Source: an optimization exercise on an open RTL-to-GDS flow (aim: small area). Production flows keep margins and buffers that such runs may drop. In this exercise RTL edits were held to simulation tests only and were not proved equivalent to the original. Power is estimated from default activity; no workload was simulated. The clock port is modelled as an ideal driver; clocking choices that lean on that would not hold on a real chip.

==> flow/design.v <==
module thr_maj (input wire a, input wire b, input wire c, output wire y);
    assign y = (a & b) | (a & c) | (b & c);
endmodule
module thr_inv (input wire a, output wire y);
    assign y = ~a;
endmodule
module thr_nand2 (input wire a, input wire b, output wire y);
    assign y = ~(a & b);
endmodule
module thr_nand3 (input wire a, input wire b, input wire c, output wire y);
    assign y = ~(a & b & c);
endmodule
module thr_nand4 (input wire a, input wire b, input wire c, input wire d, output wire y);
    assign y = ~(a & b & c & d);
endmodule
module thr_nor2 (input wire a, input wire b, output wire y);
    assign y = ~(a | b);
endmodule
module thr_and2 (input wire a, input wire b, output wire y);
    assign y = a & b;
endmodule
module thr_and3 (input wire a, input wire b, input wire c, output wire y);
    assign y = a & b & c;
endmodule
module thr_and4 (input wire a, input wire b, input wire c, input wire d, output wire y);
    assign y = a & b & c & d;
endmodule
module thr_or3 (input wire a, input wire b, input wire c, output wire y);
    assign y = a | b | c;
endmodule
module thr_xor2 (input wire a, input wire b, output wire y);
    assign y = a ^ b;
endmodule
module thr_xnor2 (input wire a, input wire b, output wire y);
    assign y = ~(a ^ b);
endmodule
module thr_o21ai (input wire a, input wire b, input wire c, output wire y);
    assign y = ~((a | b) & c);
endmodule
module thr_a21o (input wire a, input wire b, input wire c, output wire y);
    assign y = (a & b) | c;
endmodule
module thr_a22o (input wire a, input wire b, input wire c, input wire d, output wire y);
    assign y = (a & b) | (c & d);
endmodule
module thr_mux2i (input wire a, input wire b, input wire s, output wire y);
    assign y = ~(s ? b : a);
endmodule
module thr_hold (input wire wen, input wire cn, input wire q, output wire d);
    wire t;
    thr_nand2 u_t (.a(wen), .b(q), .y(t));
    thr_o21ai u_d (.a(wen), .b(cn), .c(t), .y(d));
endmodule
module thr_bank #(
    parameter integer NTHR = 32
) (
    input  wire            clk,
    input  wire            rst,
    input  wire            s_valid,
    input  wire [6:0]      s_chan,
    input  wire [1:0]      s_preset,
    input  wire            s_ok,
    input  wire [23:0]     s_value,
    input  wire            cfg_we,
    input  wire [4:0]      cfg_idx,
    input  wire [31:0]     cfg_word,
    input  wire [31:0]     lvl_word,
    input  wire [NTHR-1:0] latch_clr,
    output wire [NTHR-1:0] thr_state,
    output wire [NTHR-1:0] thr_latch
);
    reg        p_valid;
    reg [6:0]  p_chan;
    reg [1:0]  p_preset;
    reg        p_ok;
    reg [23:12] p_vo;        
    always @(posedge clk) begin
        p_valid  <= s_valid;
        p_chan   <= s_chan;
        p_preset <= s_preset;
        p_ok     <= s_ok;
        p_vo     <= {~s_value[23], s_value[22:12]};
    end
    wire [11:0] s_vo = s_value[11:0];   
    wire pv_ok  = p_valid & p_ok;       
    wire pv_nok = p_valid & ~p_ok;      
    wire rst_n  = ~rst;
    wire        c_en   = cfg_word[0];
    wire        c_dir  = cfg_word[1];
    wire [1:0]  c_src  = cfg_word[3:2];
    wire        c_inv  = cfg_word[4];
    wire [3:0]  c_cnt  = cfg_word[11:8];
    wire [6:0]  c_chan = cfg_word[18:12];
    wire [23:0] lo = {~lvl_word[23], lvl_word[22:0]};
    wire [12:0] hy = {5'd0, lvl_word[31:24]};
    wire [12:0] kx = {1'b0, lo[23:12]} + (c_dir ? hy : (~hy + 13'd1));
    wire [23:0] c_x = ~lo;                    
    wire [11:0] c_y = ~kx[11:0];              
    wire        c_f = kx[12];                 
    wire [51:0] c_n = ~{~c_dir, c_src, c_inv, c_cnt[0], ~c_cnt[3:1], c_chan,
                        ~c_x[23:12], c_x[11:0], ~c_y, c_f};
    wire [12:0] cw;
    assign cw[0] = ~c_dir;
    genvar j;
    generate
        for (j = 0; j < 12; j = j + 1) begin : g_cw
            assign cw[j+1] = (s_vo[j] & c_x[j]) | (s_vo[j] & cw[j]) | (c_x[j] & cw[j]);
        end
    endgenerate
    wire c12_n = ~cw[12];
    wire [NTHR-1:0] we;
    wire [9:0]      cur [0:NTHR];
    assign cur[0] = 10'd0;
    wire fk_g = ~c_en | (cur[NTHR] != {~c_dir, c_src, c_chan});
    genvar k, i;
    generate
        for (k = 0; k < NTHR; k = k + 1) begin : g_thr
            reg        enable;
            reg        ndir;         
            reg [1:0]  source;
            reg        inv_act;
            reg        count0;       
            reg [3:1]  ncount;       
            reg [6:0]  channel;
            reg [11:0] xl;           
            reg [23:12] nxh;         
            reg [11:0] nyk;          
            reg        fk;           
            reg        state;
            reg        hold;         
            reg [3:0]  cnt;
            reg        latch;
            reg        c12;          
            wire [51:0] cfg_q = {ndir, source, inv_act, count0, ncount, channel,
                                 nxh, xl, nyk, fk};
            wire [51:0] cfg_d;
            assign we[k] = cfg_we & (cfg_idx == k);
            wire wen = ~we[k];
            for (i = 0; i < 52; i = i + 1) begin : g_h
                thr_hold u_h (.wen(wen), .cn(c_n[i]), .q(cfg_q[i]), .d(cfg_d[i]));
            end
            assign cur[k+1] = cur[k] | ({10{we[k]}} & {ndir, source, channel});
            wire [12:0]  cl;
            wire         c12_d;
            assign cl[0] = ndir;
            for (i = 0; i < 12; i = i + 1) begin : g_l
                thr_maj u_l (.a(s_vo[i]), .b(xl[i]), .c(cl[i]), .y(cl[i+1]));
            end
            thr_hold u_c12 (.wen(wen), .cn(c12_n), .q(cl[12]), .d(c12_d));
            wire [23:12] op;
            wire [24:12] ca;
            assign ca[12] = c12;
            for (i = 12; i < 24; i = i + 1) begin : g_a
                thr_mux2i u_o (.a(nxh[i]), .b(nyk[i-12]), .s(state), .y(op[i]));
                thr_maj   u_a (.a(p_vo[i]), .b(op[i]), .c(ca[i]), .y(ca[i+1]));
            end
            wire u, tx, rg, t_n;
            thr_xnor2 u_u  (.a(ca[24]), .b(ndir), .y(u));          
            thr_xor2  u_tx (.a(u), .b(state), .y(tx));
            thr_nand2 u_rg (.a(state), .b(fk), .y(rg));            
            thr_nand2 u_t  (.a(tx), .b(rg), .y(t_n));              
            wire [8:0] x;
            for (i = 0; i < 7; i = i + 1) begin : g_x
                thr_xnor2 u_x (.a(p_chan[i]), .b(channel[i]), .y(x[i]));
            end
            thr_xnor2 u_x7 (.a(p_preset[0]), .b(source[0]), .y(x[7]));
            thr_xnor2 u_x8 (.a(p_preset[1]), .b(source[1]), .y(x[8]));
            wire m1, m2, e8, hv_n, vh_n, ih;
            thr_nand4 u_m1 (.a(x[0]), .b(x[1]), .c(x[2]), .d(x[3]), .y(m1));
            thr_nand4 u_m2 (.a(x[4]), .b(x[5]), .c(x[6]), .d(x[7]), .y(m2));
            thr_nor2  u_e8 (.a(m1), .b(m2), .y(e8));
            thr_nand3 u_hv (.a(e8), .b(x[8]), .c(p_valid), .y(hv_n));   
            thr_nand3 u_vh (.a(e8), .b(x[8]), .c(pv_ok), .y(vh_n));     
            thr_and4  u_ih (.a(e8), .b(x[8]), .c(pv_nok), .d(inv_act), .y(ih));
            wire wf, clr_n;
            thr_nand2 u_wf (.a(we[k]), .b(fk_g), .y(wf));
            thr_and3  u_cl (.a(enable), .b(rst_n), .c(wf), .y(clr_n));
            wire c0n, cg1, cg2, cg3, cg4, hold_n, rch, rch_n;
            thr_inv   u_c0n (.a(cnt[0]), .y(c0n));
            thr_nand2 u_cg1 (.a(c0n), .b(count0), .y(cg1));
            thr_maj   u_cg2 (.a(cnt[1]), .b(ncount[1]), .c(cg1), .y(cg2));
            thr_maj   u_cg3 (.a(cnt[2]), .b(ncount[2]), .c(cg2), .y(cg3));
            thr_maj   u_cg4 (.a(cnt[3]), .b(ncount[3]), .c(cg3), .y(cg4));
            thr_inv   u_hn  (.a(hold), .y(hold_n));
            thr_a21o  u_rch (.a(state), .b(hold_n), .c(cg4), .y(rch));
            thr_inv   u_rn  (.a(rch), .y(rch_n));
            wire pass, done, inc, keep;
            thr_nor2  u_ps (.a(t_n), .b(vh_n), .y(pass));
            thr_and2  u_dn (.a(pass), .b(rch), .y(done));
            thr_and3  u_in (.a(pass), .b(rch_n), .c(clr_n), .y(inc));
            thr_and2  u_kp (.a(clr_n), .b(hv_n), .y(keep));
            wire t1, s_n, state_d, rise, h_n, hold_d, lc_n, latch_d;
            thr_xor2  u_t1 (.a(state), .b(done), .y(t1));
            thr_o21ai u_sn (.a(t1), .b(ih), .c(clr_n), .y(s_n));
            thr_inv   u_sd (.a(s_n), .y(state_d));
            thr_nor2  u_rs (.a(state), .b(s_n), .y(rise));
            thr_o21ai u_hn2 (.a(ih), .b(hold), .c(clr_n), .y(h_n));
            thr_nor2  u_hd (.a(h_n), .b(done), .y(hold_d));
            thr_nor2  u_lc (.a(latch_clr[k]), .b(rst), .y(lc_n));
            thr_a21o  u_ld (.a(latch), .b(lc_n), .c(rise), .y(latch_d));
            wire n1, a01, n2, a012, n3;
            wire [3:0] cnt_d;
            thr_a22o  u_d0 (.a(keep), .b(cnt[0]), .c(inc), .d(c0n), .y(cnt_d[0]));
            thr_xor2  u_n1 (.a(cnt[1]), .b(cnt[0]), .y(n1));
            thr_a22o  u_d1 (.a(keep), .b(cnt[1]), .c(inc), .d(n1), .y(cnt_d[1]));
            thr_and2  u_a01 (.a(cnt[0]), .b(cnt[1]), .y(a01));
            thr_xor2  u_n2 (.a(cnt[2]), .b(a01), .y(n2));
            thr_a22o  u_d2 (.a(keep), .b(cnt[2]), .c(inc), .d(n2), .y(cnt_d[2]));
            thr_and3  u_a012 (.a(cnt[0]), .b(cnt[1]), .c(cnt[2]), .y(a012));
            thr_xor2  u_n3 (.a(cnt[3]), .b(a012), .y(n3));
            thr_a22o  u_d3 (.a(keep), .b(cnt[3]), .c(inc), .d(n3), .y(cnt_d[3]));
            always @(posedge clk) begin
                if (rst)
                    enable <= 1'b0;
                else if (we[k])
                    enable <= c_en;
                {ndir, source, inv_act, count0, ncount, channel, nxh, xl, nyk, fk} <= cfg_d;
                state <= state_d;
                hold  <= hold_d;
                cnt   <= cnt_d;
                latch <= latch_d;
                c12   <= c12_d;
            end
            assign thr_state[k] = state;
            assign thr_latch[k] = latch;
        end
    endgenerate
endmodule
Settings: LEC_CHECK=0, CAP_MARGIN=10, CORE_MARGIN=2, CORE_UTILIZATION=70, CTS_CLUSTER_DIAMETER=100, CTS_CLUSTER_SIZE=30, SLEW_MARGIN=10, SYNTH_HIERARCHICAL=1; clock period 8.0 ns.
run.sh (not shown) runs the stock make flow with config.mk's settings and CLKGATE_MAP_FILE= SYNTH_SCRIPT=/design/flow/synth_recipe.tcl, a recipe that flattens the netlist after the stock synthesis.
The starting point produced a clean layout.
Then changed:
==> flow/flow/run.sh (new file) <==
#!/bin/bash
# Layout: the standard flow (standard synthesis, floorplan, placement,
# routing), with two changes: the clock tree is built without dummy loads,
# and after global routing the gates with slack are sized down (ORFS's power
# recovery step). Each step's full output stays in orfs/logs; make's own
# output goes to make.log here.
set -euo pipefail
bash standard.sh \
    RECOVER_POWER=100 \
    "CTS_ARGS=-sink_clustering_enable -repair_clock_nets -dont_use_dummy_load -sink_clustering_size 30 -sink_clustering_max_diameter 100" \
    finish > make.log 2>&1
==> flow/standard.sh (new file) <==
#!/bin/bash
# synth_recipe.tcl (not shown) runs the flow's synth.tcl, then flattens the netlist and writes it again
# the make line also repeats each setting of config.mk as NAME=value (left out here)
make -C /OpenROAD-flow-scripts/flow DESIGN_CONFIG=/design/flow/config.mk WORK_HOME=/design/flow/orfs CLKGATE_MAP_FILE= SYNTH_SCRIPT=/design/flow/synth_recipe.tcl "${@:-finish}"
Settings changed: CAP_MARGIN 10 to 20, CORE_UTILIZATION 70 to 60, CTS_CLUSTER_DIAMETER 100 to unset, CTS_CLUSTER_SIZE 30 to unset, SLEW_MARGIN 10 to 20.
removed: flow/run.sh
Effect:
- With this change the flow finished with max-capacitance violations, max-slew violations left
- fmax decreases by roughly a tenth
- sequential share of layout area barely changes
- combinational power decreases by a few percent
- total power decreases slightly
- cell area stays flat
- area after synthesis stays the same
- sequential power barely changes
- worst hold slack hardly moves
- non-clock buffer count increases by 5
- utilization decreases by 11 points
Then changed:
==> flow/run.sh (new file) <==
#!/bin/bash
# synth_recipe.tcl (not shown) runs the flow's synth.tcl, then flattens the netlist and writes it again
# the make line also repeats each setting of config.mk as NAME=value (left out here)
make -C /OpenROAD-flow-scripts/flow DESIGN_CONFIG=/design/flow/config.mk WORK_HOME=/design/flow/orfs CLKGATE_MAP_FILE= SYNTH_SCRIPT=/design/flow/synth_recipe.tcl finish
Settings changed: CTS_CLUSTER_DIAMETER set to 100, CTS_CLUSTER_SIZE set to 30.
removed: flow/flow/run.sh
removed: flow/standard.sh
Outcome:
- This time the run produced a clean layout
- worst hold slack barely changes
- design area came out higher by 0.63%
- via count came out higher by 0.49%
- wire length barely changes

[what the ideal ports hide]
The results above use ideal ports. As a check the final layouts listed here were re-extracted and re-timed, cells and wires unchanged.
Step 1 assumes that a clkbuf_16 drives the clock port and a buf_2 every other input.
Step 2 moves the port delays by t, midway between the first and last clock arrival at a register: inputs arrive t later, outputs are due t later. That takes back most of the time a late clock gives input paths.
a / b / c = ideal / step 1 / step 2; a / b = the first two.
run	shift t [ns]	setup slack, ns	worst slew at a driven data input, ns
the first run	0.786	1.359 / 1.359 / 1.246	0.08
the second run	0.790	0.692 / 0.692 / -0.030	0.04
the third run	0.818	1.361 / 1.361 / 1.306	0.04
The setup slack of the second run, which loses most, moves by 0.000 ns with the drivers and by -0.722 ns with both steps.
